From an optimization exercise on the open Yosys and OpenROAD flow, aimed at small area and a short achievable clock period; shortcuts taken in it are not production practice. Where RTL was checked, it was by simulation tests only, not by an equivalence proof against the original. Power figures rest on the tool's default switching activity, not on a simulated workload.

Setup of the reference run:
==> module gt_t, before the edit <==
module gt_t #(parameter N=23) (input [N-1:0] a, input [N-1:0] b, output gt);
  function integer lg2;
    input integer v;
    integer t;
    begin
      lg2 = 0;
      for (t = 1; t < v; t = t * 2) lg2 = lg2 + 1;
    end
  endfunction
  localparam LG = lg2(N);
  localparam M = 1 << LG;
  wire [M-1:0] g0 = {{(M-N){1'b0}}, a & ~b};
  wire [M-1:0] e0 = {{(M-N){1'b1}}, ~(a ^ b)};
  genvar l, i;
  generate for (l = 0; l < LG; l = l + 1) begin: lv
    wire [(M>>(l+1))-1:0] gg, ee;
    for (i = 0; i < (M>>(l+1)); i = i + 1) begin: nd
      wire gh, gl, eh, el;
      if (l == 0) begin: f0
        assign gh = g0[2*i+1]; assign gl = g0[2*i]; assign eh = e0[2*i+1]; assign el = e0[2*i];
      end else begin: fn
        assign gh = lv[l-1].gg[2*i+1]; assign gl = lv[l-1].gg[2*i]; assign eh = lv[l-1].ee[2*i+1]; assign el = lv[l-1].ee[2*i];
      end
      assign gg[i] = gh | (eh & gl);
      assign ee[i] = eh & el;
    end
  end endgenerate
  assign gt = lv[LG-1].gg[0];
endmodule
==> module add_bk, before the edit <==
module add_bk #(parameter N=43) (input [N-1:0] a, input [N-1:0] b, input c, output [N-1:0] y);
  function integer lg2;
    input integer v;
    integer t;
    begin
      lg2 = 0;
      for (t = 1; t < v; t = t * 2) lg2 = lg2 + 1;
    end
  endfunction
  localparam M = N+1;
  localparam LG = lg2(M);
  wire [M-1:0] g [0:2*LG];
  wire [M-1:0] p [0:2*LG];
  assign g[0] = {a & b, c};
  assign p[0] = {a ^ b, 1'b0};
  genvar l, i;
  generate
    for (l = 0; l < LG; l = l + 1) begin: up
      for (i = 0; i < M; i = i + 1) begin: b
        if ((i % (2<<l)) == (2<<l)-1) begin: n
          assign g[l+1][i] = g[l][i] | (p[l][i] & g[l][i-(1<<l)]);
          assign p[l+1][i] = p[l][i] & p[l][i-(1<<l)];
        end else begin: w
          assign g[l+1][i] = g[l][i];
          assign p[l+1][i] = p[l][i];
        end
      end
    end
    for (l = LG-1; l > 0; l = l - 1) begin: dn
      for (i = 0; i < M; i = i + 1) begin: b
        if (i >= (3<<(l-1))-1 && ((i - ((3<<(l-1))-1)) % (2<<(l-1))) == 0) begin: n
          assign g[2*LG-l][i] = g[2*LG-l-1][i] | (p[2*LG-l-1][i] & g[2*LG-l-1][i-(1<<(l-1))]);
          assign p[2*LG-l][i] = p[2*LG-l-1][i] & p[2*LG-l-1][i-(1<<(l-1))];
        end else begin: w
          assign g[2*LG-l][i] = g[2*LG-l-1][i];
          assign p[2*LG-l][i] = p[2*LG-l-1][i];
        end
      end
    end
  endgenerate
  assign y = p[0][M-1:1] ^ g[2*LG-1][M-2:0];
endmodule
==> flow/config.mk <==
export PLATFORM = sky130hd
export DESIGN_NAME = red_combine
export DESIGN_NICKNAME = red_combine
export VERILOG_FILES = /design/flow/design.v
export SDC_FILE = /design/flow/constraint.sdc
export NUM_CORES = 4
export LEC_CHECK = 0
export ABC_AREA = 1
export CAP_MARGIN = 20
export CORE_MARGIN = 2
export CORE_UTILIZATION = 60
export SLEW_MARGIN = 20
==> flow/constraint.sdc <==
create_clock -name core_clock -period 32.0 [get_ports {clk}]
set_input_delay 6.4000 -clock core_clock [delete_from_list [all_inputs] [get_ports {clk}]]
set_output_delay 6.4000 -clock core_clock [all_outputs]
set_load 0.01 [all_outputs]
standard.sh (not shown) runs the stock make flow with config.mk's settings and CLKGATE_MAP_FILE= SYNTH_SCRIPT=/design/flow/synth_recipe.tcl, a recipe that flattens the netlist after the stock synthesis.
==> flow/flow/run.sh <==
#!/bin/bash
# The standard ORFS layout (standard.sh, standard synthesis unchanged) with two changes
# to how the layout is made; the clock, its period and the constraints stay the design's:
#  - repair_timing is asked for extra setup slack (flow/setup_margin, in ns), so that it
#    sizes and buffers the logic for a shorter period than the constraint's;
#  - port buffers (every input and output still gets one) use flow/port_buffer.
set -euo pipefail
MARGIN=$(cat flow/setup_margin)
PBUF=$(cat flow/port_buffer)
sed "s|CLKGATE_MAP_FILE= |CLKGATE_MAP_FILE= SETUP_SLACK_MARGIN=$MARGIN 'BUFFER_PORTS_ARGS=-buffer_cell $PBUF' |" \
    standard.sh > standard_tuned.sh
bash standard_tuned.sh > flow_make.log 2>&1
==> flow/flow/port_buffer <==
sky130_fd_sc_hd__buf_2
==> flow/flow/setup_margin <==
24.5
Input-level comparison between the trial run and the reference run:
-- flow/design.v --
<<< the reference run, line 209
endmodule
module gt_t #(parameter N=23) (input [N-1:0] a, input [N-1:0] b, output gt);
  function integer lg2;
    input integer v;
    integer t;
    begin
      lg2 = 0;
      for (t = 1; t < v; t = t * 2) lg2 = lg2 + 1;
    end
  endfunction
  localparam LG = lg2(N);
  localparam M = 1 << LG;
  wire [M-1:0] g0 = {{(M-N){1'b0}}, a & ~b};
>>> the trial run, line 209
endmodule
module gt_t #(parameter N=23) (input [N-1:0] a, input [N-1:0] b, output gt);
  localparam LG = $clog2(N);
  localparam M = 1 << LG;
  wire [M-1:0] g0 = {{(M-N){1'b0}}, a & ~b};
<<< the reference run, line 238
endmodule
module add_bk #(parameter N=43) (input [N-1:0] a, input [N-1:0] b, input c, output [N-1:0] y);
  function integer lg2;
    input integer v;
    integer t;
    begin
      lg2 = 0;
      for (t = 1; t < v; t = t * 2) lg2 = lg2 + 1;
    end
  endfunction
  localparam M = N+1;
  localparam LG = lg2(M);
  wire [M-1:0] g [0:2*LG];
  wire [M-1:0] p [0:2*LG];
>>> the trial run, line 230
endmodule
module add_bk #(parameter N=43) (input [N-1:0] a, input [N-1:0] b, input c, output [N-1:0] y);
  localparam M = N+1;
  localparam LG = $clog2(M);
  wire [M-1:0] g [0:2*LG];
  wire [M-1:0] p [0:2*LG];
Results
- Every run in the comparison, the reference run and the trial run, completed the flow with a clean layout.
- Maximum frequency: the trial run vs the reference run identical
- Wire length of the first global-routing pass of the trial run is on par with the reference run.
- From the trial run to the reference run, flip-flop and latch count did not move at all.
- The trial run against the reference run: final standard cell utilization of the core barely changed, design internal power barely changed.
Function not checked in the trial run: the RTL went through the layout flow alone.


the previous run:
Another version of the RTL of red_combine (not shown whole).
Size in the first run: ~2300 cells after synthesis, about 120 I/O pins, about 16000 um2 of cells after synthesis.
==> module red_combine, before the edit <==
module red_combine (
    input  wire        clk,
    input  wire        rst,
    input  wire        in_valid,
    input  wire [31:0] in_a,
    input  wire [31:0] in_b,
    input  wire [1:0]  in_op,
    input  wire [1:0]  in_rmode,
    input  wire [15:0] in_rand,
    output reg         out_valid,
    output reg  [31:0] out_res
);
    wire a_e0   = ~|in_a[30:23];
    wire b_e0   = ~|in_b[30:23];
    wire a_emax = &in_a[30:23];
    wire b_emax = &in_b[30:23];
    wire a_mz   = ~|in_a[22:0];
    wire b_mz   = ~|in_b[22:0];
    wire a_nan  = a_emax & ~a_mz;
    wire b_nan  = b_emax & ~b_mz;
    wire a_inf  = a_emax & a_mz;
    wire b_inf  = b_emax & b_mz;
    wire sa = in_a[31];
    wire sb = in_b[31];
    wire is_mm  = in_op[0] ^ in_op[1];
    wire is_max = in_op[1];
    wire zero_small = ~is_mm & (a_inf | b_inf);
    wire e_lt;                                      
    gt_t #(8) u_ge (.a(in_b[30:23]), .b(in_a[30:23]), .gt(e_lt));
    wire m_gt;                                      
    gt_t #(23) u_gm (.a(in_b[22:0]), .b(in_a[22:0]), .gt(m_gt));
    wire e_eq = (in_a[30:23] == in_b[30:23]);
    wire pick_a_mm = b_nan | (~a_nan & (sa ^ is_max ^ (e_lt & ~(sa ^ sb))));
    wire sel_b = is_mm ? ~pick_a_mm : e_lt;
    wire [6:0] r_ab = {1'b0, in_a[28:23]} - {1'b0, in_b[28:23]};
    wire [6:0] r_ba = {1'b0, in_b[28:23]} - {1'b0, in_a[28:23]};
    wire [5:0] d_ab = a_e0 ? 6'd0 : b_e0 ? in_a[28:23] - 6'd1 : r_ab[5:0];
    wire [5:0] d_ba = b_e0 ? 6'd0 : a_e0 ? in_b[28:23] - 6'd1 : r_ba[5:0];
    wire [1:0] ha = in_a[30:29];
    wire [1:0] hb = in_b[30:29];
    wire ge_ab = ~a_e0 & (b_e0 ? (ha[1] | (ha[0] & |in_a[28:23]))
                                : ((ha == hb + 2'd1) & ~r_ab[6]) | ({1'b0, ha} >= {1'b0, hb} + 3'd2));
    wire ge_ba = ~b_e0 & (a_e0 ? (hb[1] | (hb[0] & |in_b[28:23]))
                                : ((hb == ha + 2'd1) & ~r_ba[6]) | ({1'b0, hb} >= {1'b0, ha} + 3'd2));
    reg        v1;
    reg [31:0] a1, b1;
    reg        sel1;
    reg [5:0]  sh_ab, sh_ba;
    reg        big_ab, big_ba;
    reg        sub, zs1, zsm1, nan1, rtz1, stoc1, mgt, mmflip, mm1;
    reg [15:0] rnd1;
    always @(posedge clk) begin
        v1    <= ~rst & in_valid;
        a1    <= in_a;
        b1    <= in_b;
        sel1  <= sel_b;
        sh_ab <= d_ab;
        sh_ba <= d_ba;
        big_ab <= ge_ab;
        big_ba <= ge_ba;
        sub   <= (sa ^ sb) & ~is_mm;
        zs1   <= is_mm | a_inf | b_inf;
        zsm1  <= zero_small;
        mgt   <= e_eq & m_gt;
        mmflip <= ~a_nan & ~b_nan & ~(sa ^ sb);
        mm1   <= is_mm;
        nan1  <= is_mm ? (a_nan & b_nan) : (a_nan | b_nan | (a_inf & b_inf & (sa ^ sb)));
        rtz1  <= (in_rmode == 2'd1);
        stoc1 <= (in_rmode == 2'd2);
        rnd1  <= in_rand;
    end
    wire [31:0] bg1  = sel1 ? b1 : a1;
    wire [22:0] sm_m = sel1 ? a1[22:0] : b1[22:0];
    wire        sm_h = sel1 ? |a1[30:23] : |b1[30:23];
    wire        s_sm = sel1 ? a1[31] : b1[31];
    wire [23:0] m_sm = zsm1 ? 24'd0 : {sm_h, sm_m};
    wire [5:0]  sh   = mm1 ? 6'd0 : sel1 ? sh_ba : sh_ab;
    wire        big  = ~mm1 & (sel1 ? big_ba : big_ab);
    wire        bg_e0 = ~|bg1[30:23];
    wire [7:0]  e_big = {bg1[30:24], bg1[23] | bg_e0};
    wire [23:0] m_big = {~bg_e0, bg1[22:0]};
    wire [41:0] y;
    s1_align u_align(.m_sm(m_sm), .sh({big, 1'b0, sh}), .y(y));
    wire [42:0] r1;
    reg any_lo;
    integer k;
    always @(*) begin
        any_lo = 1'b0;
        for (k = 0; k < 24; k = k + 1)
            if (m_sm[k] && (big || sh > k)) any_lo = 1'b1;
    end
    wire swap_mm = mm1 & mgt & mmflip;
    s1_add u_add(.m_big(m_big & {24{~swap_mm}}), .y(y), .en_y(~mm1 | swap_mm),
                 .inv_big(sub & mgt), .inv_y(sub & ~mgt), .no_lo(~any_lo), .r1(r1));
    reg        v2;
    reg [42:0] r;
    reg [7:0]  eb2;
    reg        sg2, nan2, sub2, inf2, rtz2, stoc2;
    reg [15:0] rnd2;
    always @(posedge clk) begin
        v2    <= ~rst & v1;
        r     <= r1;
        eb2   <= e_big;
        sg2   <= (mgt & ~mm1) ? s_sm : bg1[31];
        nan2  <= nan1;
        sub2  <= sub;
        rtz2  <= rtz1;
        stoc2 <= stoc1;
        inf2  <= zs1 | ~rtz1;
        rnd2  <= rnd1;
    end
    wire [23:0] n; wire [15:0] d; wire st; wire [4:0] lz;
    s2_norm u_norm(.r(r), .eb2(eb2), .n(n), .d(d), .st(st), .lz(lz));
    wire [31:0] result;
    s2_round u_round(.r(r), .eb2(eb2), .n(n), .d(d), .st(st), .lz(lz), .rnd2(rnd2), .stoc2(stoc2), .rtz2(rtz2), .inf2(inf2), .nan2(nan2), .sg2(sg2), .sub2(sub2), .result(result));
    always @(posedge clk) begin
        out_valid <= ~rst & v2;
        out_res   <= result;
    end
endmodule
==> flow/config.mk <==
export PLATFORM = sky130hd
export DESIGN_NAME = red_combine
export DESIGN_NICKNAME = red_combine
export VERILOG_FILES = /design/flow/design.v
export SDC_FILE = /design/flow/constraint.sdc
export NUM_CORES = 4
export LEC_CHECK = 0
export ABC_AREA = 1
export CAP_MARGIN = 20
export CORE_MARGIN = 2
export CORE_UTILIZATION = 60
export SLEW_MARGIN = 20
==> flow/constraint.sdc <==
create_clock -name core_clock -period 32.0 [get_ports {clk}]
set_input_delay 6.4000 -clock core_clock [delete_from_list [all_inputs] [get_ports {clk}]]
set_output_delay 6.4000 -clock core_clock [all_outputs]
set_load 0.01 [all_outputs]
Scripts as last shown in full above: flow/flow/run.sh, flow/flow/port_buffer, flow/flow/setup_margin
The previous run | stages: all done | timing, DRC, antenna: all pass
Relative to the previous run, the following input files were edited for the current run:
-- flow/design.v --
<<< the previous run, line 33
    wire pick_a_mm = b_nan | (~a_nan & (sa ^ is_max ^ (e_lt & ~(sa ^ sb))));
    wire sel_b = is_mm ? ~pick_a_mm : e_lt;
    wire [6:0] r_ab = {1'b0, in_a[28:23]} - {1'b0, in_b[28:23]};
    wire [6:0] r_ba = {1'b0, in_b[28:23]} - {1'b0, in_a[28:23]};
>>> the current run, line 33
    wire pick_a_mm = b_nan | (~a_nan & (sa ^ is_max ^ (e_lt & ~(sa ^ sb))));
    wire sel_b = is_mm ? ~pick_a_mm : e_lt;
    wire [31:0] bg   = sel_b ? in_b : in_a;
    wire [22:0] sm_m = sel_b ? in_a[22:0] : in_b[22:0];
    wire        sm_h = sel_b ? ~a_e0 : ~b_e0;
    wire [6:0] r_ab = {1'b0, in_a[28:23]} - {1'b0, in_b[28:23]};
    wire [6:0] r_ba = {1'b0, in_b[28:23]} - {1'b0, in_a[28:23]};
<<< the previous run, line 44
                                : ((hb == ha + 2'd1) & ~r_ba[6]) | ({1'b0, hb} >= {1'b0, ha} + 3'd2));
    reg        v1;
    reg [31:0] a1, b1;
    reg        sel1;
    reg [5:0]  sh_ab, sh_ba;
    reg        big_ab, big_ba;
    reg        sub, zs1, zsm1, nan1, rtz1, stoc1, mgt, mmflip, mm1;
    reg [15:0] rnd1;
    always @(posedge clk) begin
        v1    <= ~rst & in_valid;
        a1    <= in_a;
        b1    <= in_b;
        sel1  <= sel_b;
        sh_ab <= d_ab;
        sh_ba <= d_ba;
        big_ab <= ge_ab;
        big_ba <= ge_ba;
        sub   <= (sa ^ sb) & ~is_mm;
        zs1   <= is_mm | a_inf | b_inf;
        zsm1  <= zero_small;
        mgt   <= e_eq & m_gt;
        mmflip <= ~a_nan & ~b_nan & ~(sa ^ sb);
        mm1   <= is_mm;
        nan1  <= is_mm ? (a_nan & b_nan) : (a_nan | b_nan | (a_inf & b_inf & (sa ^ sb)));
        rtz1  <= (in_rmode == 2'd1);
>>> the current run, line 47
                                : ((hb == ha + 2'd1) & ~r_ba[6]) | ({1'b0, hb} >= {1'b0, ha} + 3'd2));
    reg        v1;
    reg [31:0] bg1;
    reg [23:0] m_sm;
    reg [5:0]  sh;
    reg        big, sub, zs1, nan1, rtz1, stoc1, mgt, mmflip, mm1, s_sm;
    reg [15:0] rnd1;
    always @(posedge clk) begin
        v1    <= ~rst & in_valid;
        bg1   <= bg;
        m_sm  <= zero_small ? 24'd0 : {sm_h, sm_m};
        sh    <= is_mm ? 6'd0 : e_lt ? d_ba : d_ab;
        big   <= ~is_mm & (e_lt ? ge_ba : ge_ab);
        sub   <= (sa ^ sb) & ~is_mm;
        zs1   <= is_mm | a_inf | b_inf;
        mgt   <= e_eq & m_gt;
        mmflip <= ~a_nan & ~b_nan & ~(sa ^ sb);
        mm1   <= is_mm;
        s_sm  <= sel_b ? sa : sb;
        nan1  <= is_mm ? (a_nan & b_nan) : (a_nan | b_nan | (a_inf & b_inf & (sa ^ sb)));
        rtz1  <= (in_rmode == 2'd1);
<<< the previous run, line 70
        rnd1  <= in_rand;
    end
    wire [31:0] bg1  = sel1 ? b1 : a1;
    wire [22:0] sm_m = sel1 ? a1[22:0] : b1[22:0];
    wire        sm_h = sel1 ? |a1[30:23] : |b1[30:23];
    wire        s_sm = sel1 ? a1[31] : b1[31];
    wire [23:0] m_sm = zsm1 ? 24'd0 : {sm_h, sm_m};
    wire [5:0]  sh   = mm1 ? 6'd0 : sel1 ? sh_ba : sh_ab;
    wire        big  = ~mm1 & (sel1 ? big_ba : big_ab);
    wire        bg_e0 = ~|bg1[30:23];
    wire [7:0]  e_big = {bg1[30:24], bg1[23] | bg_e0};
>>> the current run, line 69
        rnd1  <= in_rand;
    end
    wire        bg_e0 = ~|bg1[30:23];
    wire [7:0]  e_big = {bg1[30:24], bg1[23] | bg_e0};
--- outcome ---
- [compare] base=the previous run new=the current run: post-synthesis instance area moved down; tapcell count moved down; global-route usage over all layers moved up; share of synthesized area spent on multiplexers level; parity-gate share of the synthesized area counting xor and xnor cells moved up.
- Looking at relative contribution of combinational cells to total power across the current run and the previous run, the one that comes out lower is the previous run.
- Gate count of the mapped netlist came out lower on the current run than on the previous run.
- NOTE: wire length in the current run exceeds that of the previous run
- The current run vs. the previous run: multi-input combinational area share went up by 2.7 points.
No run of this note included a check of the RTL's function; only the layout flow was run.

-- afterwards: timing with drivers on the ports --
In the flow no input, the clock included, has a driving cell. The finished layouts below were timed again as built, in two steps. Step 1 assumes that a clkbuf_16 drives the clock port and a buf_2 every other input. Step 2 adds t to the input delays and takes it off the output delays; t is the mean of the earliest and latest rising clock arrival at the registers after step 1. Input paths then give back, and output paths get back, about the clock's delay inside the block. Slacks: ideal / step 1 / step 2; pairs: ideal / step 1.
run	shift t [ns]	setup slack, ns	worst setup path at the end	latest minus earliest clock arrival (ns)	slew at the worst register clock pin (ns)
the reference run	0.581	24.530 / 24.538 / 23.956	input to register	0.030 / 0.029	0.07 / 0.07
the trial run	0.581	24.530 / 24.538 / 23.956	input to register	0.030 / 0.029	0.07 / 0.07
the previous run	0.556	24.485 / 24.477 / 23.921	input to register	0.017 / 0.017	0.06 / 0.06
the current run	0.495	23.756 / 23.779 / 23.284	input to register	0.018 / 0.018	0.09 / 0.09
After both steps every run listed still meets setup and hold.
